Background: an optimization exercise with open tools, aiming at small area and a short achievable clock period. Do not read the settings as production practice. The RTL was checked by simulation tests, not by an equivalence proof against the original design. Power is estimated from default activity; no workload was simulated.

== garnet ==
Design long_acc4, start of the top module:
module long_acc4 (
    input  wire         clk,
    input  wire         rst,
    input  wire [1:0]   cmd,
    input  wire [8:0]   open_w,
    input  wire [5:0]   open_c,
    input  wire         open_clamp,
    input  wire         open_lost,
    input  wire [3:0]   fmt_a,
    input  wire [15:0]  a,
    input  wire [7:0]   scale_a,
    input  wire [3:0]   fmt_b,
    input  wire [63:0]  b,
    input  wire [31:0]  scale_b,
    output reg          out_valid,
    output wire [511:0] out_acc,
    output wire         out_clamp,
    output wire         out_lost
);
==> flow/config.mk <==
export PLATFORM = sky130hd
export DESIGN_NAME = long_acc4
export DESIGN_NICKNAME = long_acc4
export VERILOG_FILES = /design/flow/design.v
export SDC_FILE = /design/flow/constraint.sdc
export NUM_CORES = 8
export LEC_CHECK = 0
export CAP_MARGIN = 20
export CORE_MARGIN = 2
export CORE_UTILIZATION = 50
export SLEW_MARGIN = 20
==> flow/constraint.sdc <==
create_clock -name core_clock -period 26.0 [get_ports {clk}]
set_input_delay 5.2000 -clock core_clock [delete_from_list [all_inputs] [get_ports {clk}]]
set_output_delay 5.2000 -clock core_clock [all_outputs]
set_load 0.01 [all_outputs]
standard.sh (not shown) runs the stock make flow with config.mk's settings and CLKGATE_MAP_FILE= SYNTH_SCRIPT=/design/flow/synth_recipe.tcl, a recipe that flattens the netlist after the stock synthesis.
==> flow/flow/run.sh <==
#!/bin/bash
# The standard layout, with plain buffers (not delay buffers) on the ports and
# timing repair aimed at 19.3 ns of setup slack.
set -uo pipefail
export BUFFER_PORTS_ARGS="-buffer_cell sky130_fd_sc_hd__buf_1"
export SETUP_SLACK_MARGIN=19.3
bash standard.sh > standard.log 2>&1
Input-level comparison between xenon and garnet:
- swapping 50 for 35 in CORE_UTILIZATION
Findings:
Delta (xenon minus garnet): logic depth of the worst setup path including buffers went down 5, worst hold slack went down 4.6 ps, sum of routed wire length over all layers went down about 2%, maximum frequency went up 0.37%.
diff inputs: xenon => maple
- swapping 35 for 40 in CORE_UTILIZATION
Notes after the runs:
maple went all the way through the flow, and no timing, DRC or antenna check failed. Summary of maple over xenon: utilization +5.2 points; sequential share of layout area ~0 delta. Going from xenon to maple, clock power share shrank by 0.5 points, global-route usage has increased.
Input-level comparison between pepper and maple:
==> flow/flow/run.sh <==
#!/bin/bash
# The standard layout, with plain buffers (not delay buffers) on the ports and
# timing repair aimed at 19.6 ns of setup slack.
set -uo pipefail
export BUFFER_PORTS_ARGS="-buffer_cell sky130_fd_sc_hd__buf_1"
export SETUP_SLACK_MARGIN=19.6
bash standard.sh > standard.log 2>&1
- Row sequential share of layout area: pepper lower / maple higher
- maple → pepper: cell area saw an increase; post-synthesis share of cell area spent on and, or, nand and nor gates was more or less identical.
- Achievable clock frequency delta for pepper relative to maple: 2.2% higher
- Diff maple -> pepper: post-detailed-routing wire length moved up, met2 track demand over resource in global routing went up 0.53 points, worst setup slack increased 140 ps.
- Compared with maple, pepper shows power share of the clock group lower by 0.9 points.
Edits applied to the flow inputs when going from pepper to willow:
==> flow/flow/run.sh <==
#!/bin/bash
# The standard layout, with plain buffers (not delay buffers) on the ports and
# timing repair aimed at 19.0 ns of setup slack.
set -uo pipefail
export BUFFER_PORTS_ARGS="-buffer_cell sky130_fd_sc_hd__buf_1"
export SETUP_SLACK_MARGIN=19.0
bash standard.sh > standard.log 2>&1
==> run summary <==
- Comparing pepper and willow, maximum frequency is lower on willow.
- Relative to pepper, the count of buffers not belonging to the clock network in the layout measured on willow has decreased by more than 10%.
- Comparing pepper and willow, final worst-path cycle share is higher on willow.
- Going from pepper to willow, number of buffers added by the clock tree synthesis step dropped 3.6%, count of clock buffers in the final design increased by about 10% relative to the old numbers.

* * *

## run A
Another version of the RTL of long_acc4 (not shown whole).
For scale: about 14,000 cells after synthesis, roughly 91,000 um2 of cells after synthesis.
export LEC_CHECK = 0
export ABC_AREA = 1
export CAP_MARGIN = 40
export CORE_MARGIN = 2
export CORE_UTILIZATION = 40
export SLEW_MARGIN = 40
create_clock -name core_clock -period 26.0 [get_ports {clk}]
==> flow/flow/run.sh <==
#!/bin/bash
# The standard layout, with plain buffers (not delay buffers) on the ports and
# timing repair aimed at 19 ns of setup slack.
set -uo pipefail
export BUFFER_PORTS_ARGS="-buffer_cell sky130_fd_sc_hd__buf_2"
export SETUP_SLACK_MARGIN=19
bash standard.sh > standard.log 2>&1
Run A finished every step from synthesis to the final layout, and the layout passed the timing, DRC and antenna checks.
Input changes introduced in run B (baseline for comparison: run A):
-- flow/flow/run.sh --
<<< run A, line 3
# timing repair aimed at 19 ns of setup slack.
>>> run B, line 3
# timing repair aimed at 19.8 ns of setup slack.
<<< run A, line 6
export SETUP_SLACK_MARGIN=19
>>> run B, line 6
export SETUP_SLACK_MARGIN=19.8
==> run summary <==
Run B reached the end of the flow, and the finished layout is clean on the timing, DRC and antenna checks. Looking at filler cell count in the final layout, run B sits below run A. Compared run B vs run A, and minimum setup slack in the final design is up in run B. Side by side, number of buffers inserted to repair setup after CTS turned out higher in run B than in run A. Of run B and run A, it is run B that has the lower post-route clock period utilization. The final-layout worst hold slack of run B and that of run A are within noise of each other. In run B relative to run A, number of global-route vias before repair had gone up slightly. From run A to run B, die span in x did not move at all. Total via count after detailed routing, run A and run B: lower on run A.
--- input diff run B..run C ---
==> flow/flow/run.sh <==
#!/bin/bash
# The standard layout, with plain buffers (not delay buffers) on the ports.
set -uo pipefail
export BUFFER_PORTS_ARGS="-buffer_cell sky130_fd_sc_hd__buf_1"
bash standard.sh > standard.log 2>&1
--- outcome ---
- From run B to run C the numbers moved as follows: total length of routed wires went down by 1.8%; via count of the first global-routing pass shows a reduction of 1,154; arrival time of the worst setup path saw an increase.
- [compare] base=run B new=run C: worst setup margin lower; mapped cell area roughly the same.

* * *

run K:
long_acc4, a different RTL version from the one above (not shown whole).
Size: ~13000 cells after synthesis, roughly 870 flip-flops.
Settings: LEC_CHECK=0, ABC_AREA=1, CAP_MARGIN=40, CORE_MARGIN=2, CORE_UTILIZATION=65, CTS_CLUSTER_DIAMETER=250, CTS_CLUSTER_SIZE=100, SLEW_MARGIN=40; clock period 26.0 ns.
==> flow/flow/run.sh <==
#!/bin/bash
# The standard layout, with plain buffers (not delay buffers) on the ports and
# timing repair aimed at 19.6 ns of setup slack.
set -uo pipefail
export BUFFER_PORTS_ARGS="-buffer_cell sky130_fd_sc_hd__buf_2"
export SETUP_SLACK_MARGIN=19.6
bash standard.sh > standard.log 2>&1
The flow ended early for run K: it failed with a tool error in 5_1_grt.
Changes in run Z relative to run K:
- ABC_AREA: 1 -> unset
- CORE_UTILIZATION: 65 -> 40
- CTS_CLUSTER_SIZE: 100 -> unset
- CTS_CLUSTER_DIAMETER: 250 -> unset
==> flow/flow/run.sh <==
#!/bin/bash
# The standard layout, with plain buffers (not delay buffers) on the ports and
# timing repair aimed at 19.3 ns of setup slack.
set -uo pipefail
export BUFFER_PORTS_ARGS="-buffer_cell sky130_fd_sc_hd__buf_2"
export SETUP_SLACK_MARGIN=19.3
bash standard.sh > standard.log 2>&1
- Run Z closes out successfully: all stages finished, all timing, DRC and antenna checks passed.
- Run K: GRT-0232 in 5_1_grt -> run aborted
- Per the comparison of run Z with run K, row count grew by about 25%; post-synthesis simple-gate area fraction shrank by 7.6 points.
- In run Z relative to run K, height of the die had gone up by more than 10%.
- Run Z: synthesized cell count is 23% lower than what run K reported.

* * *

job 2140:
long_acc4, a different RTL version from the one above (not shown whole).
For scale: ~930 flip-flops, about 660 I/O pins, about 0.081 mm^2 of cells after synthesis.
Settings: LEC_CHECK=0, CAP_MARGIN=10, CORE_MARGIN=2, CORE_UTILIZATION=35, CTS_CLUSTER_DIAMETER=110, CTS_CLUSTER_SIZE=22, SLEW_MARGIN=10; clock period 26.0 ns.
==> flow/flow/run.sh <==
#!/bin/bash
# The standard layout, with plain buffers (not delay buffers) on the ports and
# timing repair aimed at 19.3 ns of setup slack.
set -uo pipefail
export BUFFER_PORTS_ARGS="-buffer_cell sky130_fd_sc_hd__buf_1"
export SETUP_SLACK_MARGIN=19.3
bash standard.sh > standard.log 2>&1
Input changes introduced in job 5456 (baseline for comparison: job 2140):
Settings: SLEW_MARGIN now 20, was 10; PLACE_DENSITY now 0.5, previously not set; CAP_MARGIN now 20, was 10.
==> run summary <==
- Having completed the whole flow, job 5456 delivered a layout that passed the timing, DRC and antenna checks.
- Between job 2140 and job 5456, the area after detailed placement does not differ in any meaningful way.
- Per the comparison of job 5456 with job 2140, total routing usage reported by global routing went up; area of the multi-input gates did not really move; number of global-route vias before repair did not really move; sequential share of layout area did not really move; global routing usage on met2 went up.
Relative to job 5456, the following input files were edited for job 3131:
Settings: PLACE_DENSITY no longer set, was 0.5.
Results
Compared with job 5456, job 3131 shows a lower wire length. | post-route cell area | job 5456 vs job 3131 | ≈ equal |. | number of non-clock buffers in the layout | job 3131 vs job 5456 | ≈ equal |.
Input-level comparison between job 9763 and job 3131:
Settings: CTS_CLUSTER_SIZE: 22 -> unset; ABC_AREA: unset -> 1; CTS_CLUSTER_DIAMETER: 110 -> unset.
Die height: job 3131 and job 9763 compared, higher one is job 9763. Per the comparison of job 9763 with job 3131, average via count per standard cell fell by about 7%; clock transition time at the flip-flop clock pins of the worst setup and hold paths now sits lower; detailed-route wire length saw an increase. The maximum vdd drop in job 9763 sits 7.3% below the value recorded for job 3131. [job 9763 vs job 3131] switching share of power: higher in job 9763. STATUS final critical delay including setup and external delays: job 9763 wins against job 3131. Relative to job 3131, the power in sequential cells measured on job 9763 has decreased by a few percent.
The following lists how job 7151 was set up differently from job 9763:
Settings: ABC_AREA no longer set, was 1.
--- outcome ---
- Across job 7151 and job 9763, none had a timing, DRC or antenna violation.
- Non-clock buffer count was lower in the run labelled job 9763.
- Changes observed in job 7151 relative to job 9763: routed wire length lower, final hold slack roughly the same, final cell count decreased by 2739 relative to the old numbers, clock-buffer cell count shrank by 6, number of placement rows saw a decrease.
- Between job 7151 and job 9763, it is job 7151 whose full die area is lower, by about 4%.
- Between job 9763 and job 7151, the flow reports tap cell count decreasing by a few percent.
- The setup slack of job 7151 is larger than that of job 9763.
- Looking only at length of the first detailed-routing pass in iterations, and setting everything else aside, the lower value of job 7151 and job 9763 goes to job 9763.
- Cmp job 7151 and job 9763 / placed wire-length estimate / lower: job 7151

-- re-timing with driven ports --
How much do the figures lean on ideal ports? The routed layouts below were timed once more, with nothing changed but the port constraints.
Step 1 (the two cells are an assumption about what drives the block):
set clk [get_ports {clk}]
set_driving_cell -lib_cell sky130_fd_sc_hd__clkbuf_16 $clk
set_driving_cell -lib_cell sky130_fd_sc_hd__buf_2 [delete_from_list [all_inputs] $clk]
Step 2 moves the port delays by t, midway between the first and last clock arrival at a register: inputs arrive t later, outputs are due t later. That takes back most of the time a late clock gives input paths.
Three values: no drivers, after step 1, after step 2; two values: the first two.
| run | t (ns) | setup slack, ns | worst setup path at the end |
|---|---|---|---|
| garnet | 0.855 | 19.308 / 19.221 / 18.526 | input to register |
| xenon | 0.884 | 19.333 / 19.239 / 18.653 | input to register |
| maple | 0.862 | 19.302 / 19.217 / 18.597 | input to register |
| pepper | 0.875 | 19.443 / 19.351 / 18.874 | input to register |
| willow | 0.859 | 19.004 / 18.918 / 18.304 | input to register |
| run A | 0.891 | 19.149 / 19.048 / 18.413 | input to register |
| run B | 0.918 | 19.405 / 19.303 / 19.035 | input to register |
| run C | 0.897 | 19.060 / 18.961 / 18.259 | input to register |
| run Z | 0.874 | 19.315 / 19.218 / 18.631 | input to register |
| job 2140 | 0.880 | 19.324 / 19.225 / 18.658 | input to register |
| job 5456 | 0.851 | 19.334 / 19.236 / 18.680 | input to register |
| job 3131 | 0.843 | 19.326 / 19.232 / 18.682 | input to register |
| job 9763 | 0.908 | 19.336 / 19.233 / 18.559 | input to register |
| job 7151 | 0.899 | 19.342 / 19.246 / 18.666 | input to register |
After both steps every run listed still meets setup and hold. The setup slack of run C, which loses most, moves by -0.099 ns with the drivers and by -0.801 ns with both steps.
